What follows belongs to an exercise in optimizing a design on an open flow for small area, a short achievable clock period and few clock cycles per item; a production flow would make more cautious choices. Only simulation tests tie the RTL to the original design; equivalence was not proved.

==> nickel <==
## rs_line_decoder
module rs_line_decoder (
    input  wire         clk,
    input  wire         rst,
    input  wire         in_valid,
    output wire         in_ready,
    input  wire [639:0] in_line,
    input  wire [36:0]  in_addr,
    output wire         out_valid,
    output wire [575:0] out_words,
    output wire         out_poison,
    output wire [2:0]   out_nerr
);
clock: 9.0 ns
lec_check: 0
cap_margin: 70
core_margin: 2
core_utilization: 28
gpl_routability_driven: 1
gpl_timing_driven: 1
place_density: 0.38
setup_slack_margin: 3
slew_margin: 70
run.sh (not shown) runs the stock make flow with config.mk's settings and CLKGATE_MAP_FILE= SYNTH_SCRIPT=/design/flow/synth_recipe.tcl, a recipe that flattens the netlist after the stock synthesis.
==> inputs of quartz, as changes to nickel <==
--- a/flow/design.v
+++ b/flow/design.v
@@ -602,17 +602,17 @@
             if (x_poh[i])   pk_om  = pk_om | l_om[i];
         end
     end
     wire more_roots = |(lroot & below);
     reg  last_cnt;               
     wire last_root  = any_root && last_cnt;
     wire advance    = !(any_root && more_roots);
     reg  cw8;                    
-    wire c_end      = c_run && (last_root || (advance && cw8));
+    wire c_end      = c_run && (last_root || (advance && !cw8 && (cw == 4'd7)));
     reg        x_v;
     reg  [3:0] x_w, x_b;
     reg  [7:0] x_odd;
     reg        f_v;
     reg  [3:0] f_w, f_b;
     reg  [7:0] f_inv, f_om;
     reg  [3:0] e_w [0:3];
     reg  [3:0] e_b [0:3];
@@ -628,18 +628,18 @@
             f_v    <= 1'b0;
             e_ok   <= 4'd0;
         end else begin
             if (c_take) begin
                 c_busy   <= 1'b1;
                 clen     <= blen;
                 ccnt     <= 3'd0;
                 last_cnt <= (blen == 4'd1);
-                cw       <= 4'd0;
-                cw8      <= 1'b0;
+                cw       <= 4'd8;
+                cw8      <= 1'b1;
                 cex      <= 9'd0;
                 c_run    <= (blen != 4'd0) && (blen <= 4'd4);
                 cpoi     <= (blen > 4'd4);
                 x_v      <= 1'b0;
                 f_v      <= 1'b0;
                 e_ok     <= 4'd0;
                 e_n      <= 2'd0;
             end else begin
@@ -649,18 +649,18 @@
                         c_run <= 1'b0;
                         cpoi  <= !last_root;
                     end
                     if (any_root) begin
                         ccnt     <= ccnt + 3'd1;
                         last_cnt <= ({1'b0, ccnt} + 4'd2 == clen);
                     end
                     if (advance) begin
-                        cw  <= cw + 4'd1;
-                        cw8 <= (cw == 4'd7);
+                        cw  <= cw8 ? 4'd0 : cw + 4'd1;
+                        cw8 <= 1'b0;
                         cex <= 9'd0;
                     end else begin
                         cex <= cex | pick_oh;
                     end
                 end
                 x_v <= c_run && any_root;
                 f_v <= x_v;
                 if (f_v) begin
@@ -675,43 +675,43 @@
         x_poh <= pick_oh;
         f_w   <= x_w;
         f_b   <= x_b;
         f_inv <= gf_inv(x_odd);
         f_om  <= pk_om;
         if (f_v) begin
             e_w[e_n] <= f_w;
             e_b[e_n] <= f_b;
-            e_v[e_n] <= f_val;
+            e_v[e_n] <= gf_mul(f_om, f_inv);
         end
     end
-    wire [7:0] f_val = gf_mul(f_om, f_inv);      
     wire c_stop = c_busy && !c_run;
-    wire cfin   = c_stop && !(x_v && !x_w[3]) && !(f_v && !f_w[3]);
+    wire cfin   = c_stop && !x_v && !f_v;
     always @(posedge clk) begin
         if (c_take) R[0] <= lam[0];
         if (wpend) W[0] <= om_h[0];
     end
     generate
         for (gi = 1; gi < 5; gi = gi + 1) begin : g_rr
-            localparam [7:0] CI = apow(-79 * gi);    
+            localparam [7:0] CI = apow(-7 * gi);     
+            localparam [7:0] C8 = apow(-72 * gi);    
             localparam [7:0] CU = apow(9 * gi);      
             always @(posedge clk) begin
                 if (c_take) R[gi] <= gf_mul(lam[gi], CI);
-                else if (advance) R[gi] <= gf_mul(R[gi], CU);
+                else if (advance) R[gi] <= cw8 ? gf_mul(R[gi], C8) : gf_mul(R[gi], CU);
             end
             if (gi < 4) begin : g_w
                 always @(posedge clk) begin
                     if (wpend) W[gi] <= gf_mul(om_h[gi], CI);
-                    else if (adv_d) W[gi] <= gf_mul(W[gi], CU);
+                    else if (adv_d) W[gi] <= (x_w == 4'd8) ? gf_mul(W[gi], C8) : gf_mul(W[gi], CU);
                 end
             end
         end
     endgenerate
-    localparam [2:0] PH0 = 3'd4;     
+    localparam [2:0] PH0 = 3'd3;     
     reg  [71:0] RW [0:7];
     reg  [2:0]  ph;                  
     reg         r_busy;
     reg  [7:0]  wdone;
     reg         pmode;
     reg  [36:0] r_addr;
     reg  [3:0]  em;
     reg  [8:0]  e_boh [0:3];
@@ -721,35 +721,32 @@
         corr = 72'd0;
         need = 8'd0;
         for (i = 0; i < 4; i = i + 1) begin
             if (e_ok[i] && e_w[i] < 4'd8) need[e_w[i][2:0]] = 1'b1;
             for (j = 0; j < 9; j = j + 1)
                 if (em[i] && e_boh[i][j])
                     corr[8*j +: 8] = corr[8*j +: 8] | e_v[i];
         end
-        for (j = 0; j < 9; j = j + 1)
-            if (f_v && (f_w == {1'b0, ph}) && (f_b == j))
-                corr[8*j +: 8] = corr[8*j +: 8] | f_val;
     end
     wire [2:0]  ph_nx    = accept ? PH0 : ph + 3'd1;
     always @(posedge clk) begin
         for (i = 0; i < 4; i = i + 1) begin
             if (c_take)
                 em[i] <= 1'b0;
             else if (f_v && e_n == i)
                 em[i] <= (f_w == {1'b0, ph_nx});
             else
                 em[i] <= e_ok[i] && (e_w[i] == {1'b0, ph_nx});
             if (f_v && e_n == i)
                 for (j = 0; j < 9; j = j + 1) e_boh[i][j] <= (f_b == j);
         end
     end
-    wire        resolved = (c_stop || ({1'b0, ph} < cw)) &&
-                           !(x_v && x_w == {1'b0, ph});
+    wire        resolved = (c_stop || (!cw8 && ({1'b0, ph} < cw))) &&
+                           !(x_v && x_w == {1'b0, ph}) && !(f_v && f_w == {1'b0, ph});
     wire        apply    = r_busy && c_busy && !pmode && !wdone[ph] && resolved;
     wire [71:0] pw       = {8'hff, 20'h00000, 4'h0, r_addr, ph};
     wire [71:0] head_new = pmode ? pw : (apply ? (RW[0] ^ corr) : RW[0]);
     wire ready7 = r_busy && c_busy && cfin && (ph == 3'd7) &&
                   (cpoi ? (pmode && (&(wdone | 8'h80)))
                         : (&(wdone | {apply, 7'd0} | ~need)));
     reg  ov_r, op_r;
     reg  [2:0] on_r;
==> flow/config.mk (replaced) <==
export PLATFORM = sky130hd
export DESIGN_NAME = rs_line_decoder
export DESIGN_NICKNAME = rs_line_decoder
export VERILOG_FILES = /design/flow/design.v
export SDC_FILE = /design/flow/constraint.sdc
export NUM_CORES = 4
export LEC_CHECK = 0
export CAP_MARGIN = 60
export CORE_MARGIN = 2
export CORE_UTILIZATION = 35
export PLACE_DENSITY = 0.45
export SETUP_SLACK_MARGIN = 4
export SLEW_MARGIN = 60
==> inputs of cedar, as changes to nickel <==
--- a/flow/design.v
+++ b/flow/design.v
@@ -444,21 +444,19 @@
     generate
         for (gj = 0; gj < 8; gj = gj + 1) begin : g_ss
             assign Ssrc[gj] = bm_take_d ? S_nx[gj] : S[gj];
         end
     endgenerate
     reg  syn_zero;               
     wire src_zero = ((Ssrc[0] | Ssrc[1] | Ssrc[2] | Ssrc[3] | Ssrc[4] | Ssrc[5] | Ssrc[6] | Ssrc[7]) == 8'h00);
     wire s0_nz = (Ssrc[0] != 8'h00);
-    reg  bhand;                  
-    wire bm_has  = ((bst == B_OM) && !bhand) || ((bst == B_IT) && syn_zero) || (bst == B_DONE);
-    assign bm_idle = (bst == B_IDLE) ||
-                     ((bst == B_OM) && bom2 && (bhand || c_take)) ||
-                     (((bst == B_DONE) || ((bst == B_IT) && syn_zero)) && c_take);
+    wire bm_fin_now = ((bst == B_OM) && bom2) || ((bst == B_IT) && syn_zero);
+    wire bm_has     = bm_fin_now || (bst == B_DONE);
+    assign bm_idle = (bst == B_IDLE) || (bm_has && c_take);
     always @(posedge clk) begin
         if (rst) begin
             bst <= B_IDLE;
         end else if (kill && ((bm_pre && (bst != B_IDLE)) || (bm_take && (rd_cnt == C_DONE)))) begin
             bst <= B_IDLE;
         end else begin
             case (bst)
                 B_IDLE, B_DONE: begin
@@ -470,17 +468,17 @@
                 end
                 B_IT: begin
                     if (syn_zero)
                         bst <= bm_take ? B_IT : (c_take ? B_IDLE : B_DONE);
                     else if (bstep == 3'd7)
                         bst <= B_OM;
                 end
                 B_OM: begin
-                    if (bom2) bst <= bm_take ? B_IT : ((bhand || c_take) ? B_IDLE : B_DONE);
+                    if (bom2) bst <= bm_take ? B_IT : (c_take ? B_IDLE : B_DONE);
                 end
                 default: bst <= B_IDLE;
             endcase
         end
         if (accept) bm_pre <= 1'b0;
         if (bm_take) begin
             bm_pre <= (rd_cnt == C_DONE) && !accept;
             for (j = 0; j < 8; j = j + 1) SR[j] <= Ssrc[(j + 1) % 8];
@@ -512,56 +510,41 @@
                 for (j = 0; j < 8; j = j + 1) SR[j] <= SR[(j + 4) % 8];
                 H[0] <= SR[3]; H[1] <= SR[2]; H[2] <= SR[1]; H[3] <= 8'h00;
             end else begin
                 for (j = 0; j < 8; j = j + 1) SR[j] <= SR[(j + 1) % 8];
                 H[0] <= SR[0]; H[1] <= H[0]; H[2] <= H[1]; H[3] <= H[2];
             end
         end else if (bst == B_OM) begin
             if (!bom2) begin
+                omg[3] <= delta;
+                omg[2] <= gsum;
                 for (j = 0; j < 8; j = j + 1) SR[j] <= SR[(j + 6) % 8];
                 H[0] <= SR[5]; H[1] <= 8'h00; H[2] <= 8'h00; H[3] <= 8'h00;
                 bom2 <= 1'b1;
             end else begin
-                bom2 <= 1'b0;
-            end
-        end
-        if (bst == B_OM) begin
-            if (!bom2) begin
-                omg[3] <= delta;
-                omg[2] <= gsum;
-            end else begin
                 omg[1] <= delta;
                 omg[0] <= gsum;
+                bom2 <= 1'b0;
             end
         end
-        if (bm_take)
-            bhand <= 1'b0;
-        else if ((bst == B_OM) && !bom2 && c_take)
-            bhand <= 1'b1;
     end
     reg        c_busy, c_run;
     reg  [3:0] cw;               
     reg  [8:0] cex;              
     reg  [2:0] ccnt;             
     reg  [3:0] clen;
     reg  [7:0] R [0:4];
     reg  [7:0] W [0:3];
     assign c_take = bm_has && (!c_busy || out_valid) && !(kill && bm_pre);
-    reg  wpend, adv_d;
     wire [7:0] om_h [0:3];
-    assign om_h[0] = ((bst == B_OM) && bom2) ? gsum  : omg[0];
-    assign om_h[1] = ((bst == B_OM) && bom2) ? delta : omg[1];
+    assign om_h[0] = (bst == B_OM) ? gsum  : omg[0];
+    assign om_h[1] = (bst == B_OM) ? delta : omg[1];
     assign om_h[2] = omg[2];
     assign om_h[3] = omg[3];
-    always @(posedge clk) begin
-        if (rst) wpend <= 1'b0;
-        else     wpend <= c_take;
-        adv_d <= advance;
-    end
     wire [8:0] lroot;
     wire [7:0] l_odd [0:8];
     wire [7:0] l_om  [0:8];
     generate
         for (gi = 0; gi < 9; gi = gi + 1) begin : g_ch
             localparam [7:0] A1 = apow(gi);
             localparam [7:0] A2 = apow(2 * gi);
             localparam [7:0] A3 = apow(3 * gi);
@@ -588,34 +571,34 @@
         for (i = 1; i < 9; i = i + 1) below[i] = below[i-1] | lroot[i-1];
         pick_oh = lroot & ~below;
         pick = 4'd0;
         for (i = 0; i < 9; i = i + 1)
             if (pick_oh[i]) pick = pick | i[3:0];
     end
     wire any_root = |lroot;
     reg  [7:0] pk_odd, pk_om;
-    reg  [8:0] x_poh;            
     always @(*) begin
         pk_odd = 8'h00;
         pk_om  = 8'h00;
-        for (i = 0; i < 9; i = i + 1) begin
-            if (pick_oh[i]) pk_odd = pk_odd | l_odd[i];
-            if (x_poh[i])   pk_om  = pk_om | l_om[i];
-        end
+        for (i = 0; i < 9; i = i + 1)
+            if (pick_oh[i]) begin
+                pk_odd = pk_odd | l_odd[i];
+                pk_om  = pk_om | l_om[i];
+            end
     end
     wire more_roots = |(lroot & below);
     reg  last_cnt;               
     wire last_root  = any_root && last_cnt;
     wire advance    = !(any_root && more_roots);
     reg  cw8;                    
     wire c_end      = c_run && (last_root || (advance && cw8));
     reg        x_v;
     reg  [3:0] x_w, x_b;
-    reg  [7:0] x_odd;
+    reg  [7:0] x_odd, x_om;
     reg        f_v;
     reg  [3:0] f_w, f_b;
     reg  [7:0] f_inv, f_om;
     reg  [3:0] e_w [0:3];
     reg  [3:0] e_b [0:3];
     reg  [7:0] e_v [0:3];
     reg  [3:0] e_ok;             
     reg  [1:0] e_n;
@@ -667,51 +650,50 @@
                     e_ok[e_n] <= 1'b1;
                     e_n <= e_n + 2'd1;
                 end
             end
         end
         x_w   <= cw;
         x_b   <= pick;
         x_odd <= pk_odd;
-        x_poh <= pick_oh;
+        x_om  <= pk_om;
         f_w   <= x_w;
         f_b   <= x_b;
         f_inv <= gf_inv(x_odd);
-        f_om  <= pk_om;
+        f_om  <= x_om;
         if (f_v) begin
             e_w[e_n] <= f_w;
             e_b[e_n] <= f_b;
-            e_v[e_n] <= f_val;
+            e_v[e_n] <= gf_mul(f_om, f_inv);
         end
     end
-    wire [7:0] f_val = gf_mul(f_om, f_inv);      
     wire c_stop = c_busy && !c_run;
-    wire cfin   = c_stop && !(x_v && !x_w[3]) && !(f_v && !f_w[3]);
+    wire cfin   = c_stop && !x_v && !f_v;
     always @(posedge clk) begin
         if (c_take) R[0] <= lam[0];
-        if (wpend) W[0] <= om_h[0];
+        if (c_take) W[0] <= om_h[0];
     end
     generate
         for (gi = 1; gi < 5; gi = gi + 1) begin : g_rr
-            localparam [7:0] CI = apow(-79 * gi);    
-            localparam [7:0] CU = apow(9 * gi);      
+            localparam [7:0] CI = apow(-79 * gi);
+            localparam [7:0] CU = apow(9 * gi);
             always @(posedge clk) begin
                 if (c_take) R[gi] <= gf_mul(lam[gi], CI);
                 else if (advance) R[gi] <= gf_mul(R[gi], CU);
             end
             if (gi < 4) begin : g_w
                 always @(posedge clk) begin
-                    if (wpend) W[gi] <= gf_mul(om_h[gi], CI);
-                    else if (adv_d) W[gi] <= gf_mul(W[gi], CU);
+                    if (c_take) W[gi] <= gf_mul(om_h[gi], CI);
+                    else if (advance) W[gi] <= gf_mul(W[gi], CU);
                 end
             end
         end
     endgenerate
-    localparam [2:0] PH0 = 3'd4;     
+    localparam [2:0] PH0 = 3'd3;     
     reg  [71:0] RW [0:7];
     reg  [2:0]  ph;                  
     reg         r_busy;
     reg  [7:0]  wdone;
     reg         pmode;
     reg  [36:0] r_addr;
     reg  [3:0]  em;
     reg  [8:0]  e_boh [0:3];
@@ -721,35 +703,32 @@
         corr = 72'd0;
         need = 8'd0;
         for (i = 0; i < 4; i = i + 1) begin
             if (e_ok[i] && e_w[i] < 4'd8) need[e_w[i][2:0]] = 1'b1;
             for (j = 0; j < 9; j = j + 1)
                 if (em[i] && e_boh[i][j])
                     corr[8*j +: 8] = corr[8*j +: 8] | e_v[i];
         end
-        for (j = 0; j < 9; j = j + 1)
-            if (f_v && (f_w == {1'b0, ph}) && (f_b == j))
-                corr[8*j +: 8] = corr[8*j +: 8] | f_val;
     end
     wire [2:0]  ph_nx    = accept ? PH0 : ph + 3'd1;
     always @(posedge clk) begin
         for (i = 0; i < 4; i = i + 1) begin
             if (c_take)
                 em[i] <= 1'b0;
             else if (f_v && e_n == i)
                 em[i] <= (f_w == {1'b0, ph_nx});
             else
                 em[i] <= e_ok[i] && (e_w[i] == {1'b0, ph_nx});
             if (f_v && e_n == i)
                 for (j = 0; j < 9; j = j + 1) e_boh[i][j] <= (f_b == j);
         end
     end
     wire        resolved = (c_stop || ({1'b0, ph} < cw)) &&
-                           !(x_v && x_w == {1'b0, ph});
+                           !(x_v && x_w == {1'b0, ph}) && !(f_v && f_w == {1'b0, ph});
     wire        apply    = r_busy && c_busy && !pmode && !wdone[ph] && resolved;
     wire [71:0] pw       = {8'hff, 20'h00000, 4'h0, r_addr, ph};
     wire [71:0] head_new = pmode ? pw : (apply ? (RW[0] ^ corr) : RW[0]);
     wire ready7 = r_busy && c_busy && cfin && (ph == 3'd7) &&
                   (cpoi ? (pmode && (&(wdone | 8'h80)))
                         : (&(wdone | {apply, 7'd0} | ~need)));
     reg  ov_r, op_r;
     reg  [2:0] on_r;
==> flow/config.mk (replaced) <==
export PLATFORM = sky130hd
export DESIGN_NAME = rs_line_decoder
export DESIGN_NICKNAME = rs_line_decoder
export VERILOG_FILES = /design/flow/design.v
export SDC_FILE = /design/flow/constraint.sdc
export NUM_CORES = 4
export LEC_CHECK = 0
export CAP_MARGIN = 40
export CORE_MARGIN = 2
export CORE_UTILIZATION = 45
export PLACE_DENSITY = 0.6
export SETUP_SLACK_MARGIN = 4.5
export SLEW_MARGIN = 40
==> comparison <==
quartz reached the layout checks and failed them: max-capacitance violations, max-slew violations. nickel finished clean. cedar stopped in global routing (5_1_grt) (GRT-0116).
Between quartz and nickel, the lower register-to-register slack is in quartz (gap 440 ps).
In quartz the via count is larger than in nickel, by 8.7%.
First-iteration DRC count: nickel is lower than quartz (about 34%).
Between nickel and quartz, the lower non-clock buffer count is in quartz (gap 326).
==> figures <==
item	quartz	cedar	nickel
Die X	538 um	473 um	602 um
Layout overhead on the synthesized area	35.6%	-	42.4%
Kind of start point of the critical path	flip-flop	-	flip-flop
Synth cell types	79	87	84
Top metal layer carrying routed signals	met5	-	met5
Starting DRT DRC Count	22700	-	15100
Final-layout setup total negative slack	0 ps	-	0 ps
Synth Area in Simple Gates	14.9%	14.7%	14.9%
Met1 WL	276000 um	-	299000 um
Result of the run	complete, but fails checks	aborted with a tool error	no timing/DRC/antenna violations
Last stage reached	-	global routing (5_1_grt)	-
Layout check failures	max-capacitance violations, max-slew violations	-	-
Total cell area at the placement stage	123000 um^2	116000 um^2	134000 um^2
Testbench counts of nickel, summed over its fixed seeds: cycles 22,984, lines 1,920.
Testbench counts of quartz, summed over its fixed seeds: cycles 24,488, lines 1,920.
Testbench counts of cedar, summed over its fixed seeds: cycles 24,840, lines 1,920.

==> afterwards: timing with drivers on the ports <==
The flow's constraints put no driver on any port. The routed layouts listed below were extracted and timed again, unchanged, in two steps.
Step 1 assumes that a clkbuf_16 drives the clock port and a buf_2 every other input.
Step 2 moves the port delays by t, midway between the first and last clock arrival at a register: inputs arrive t later, outputs are due t later. That takes back most of the time a late clock gives input paths.
Three values: ideal, step 1, step 2; two values: the first two.
run | shift t [ns] | setup WS [ns] | worst setup path after step 2 | worst data-port slew with drivers (ns)
nickel | 1.066 | 3.056 / 3.056 / 2.689 | input to register | 0.74
quartz | 1.115 | 2.617 / 2.617 / 2.617 | register to register | 0.41
The setup slack of nickel, which loses most, moves by 0.000 ns with the drivers and by -0.367 ns with both steps.
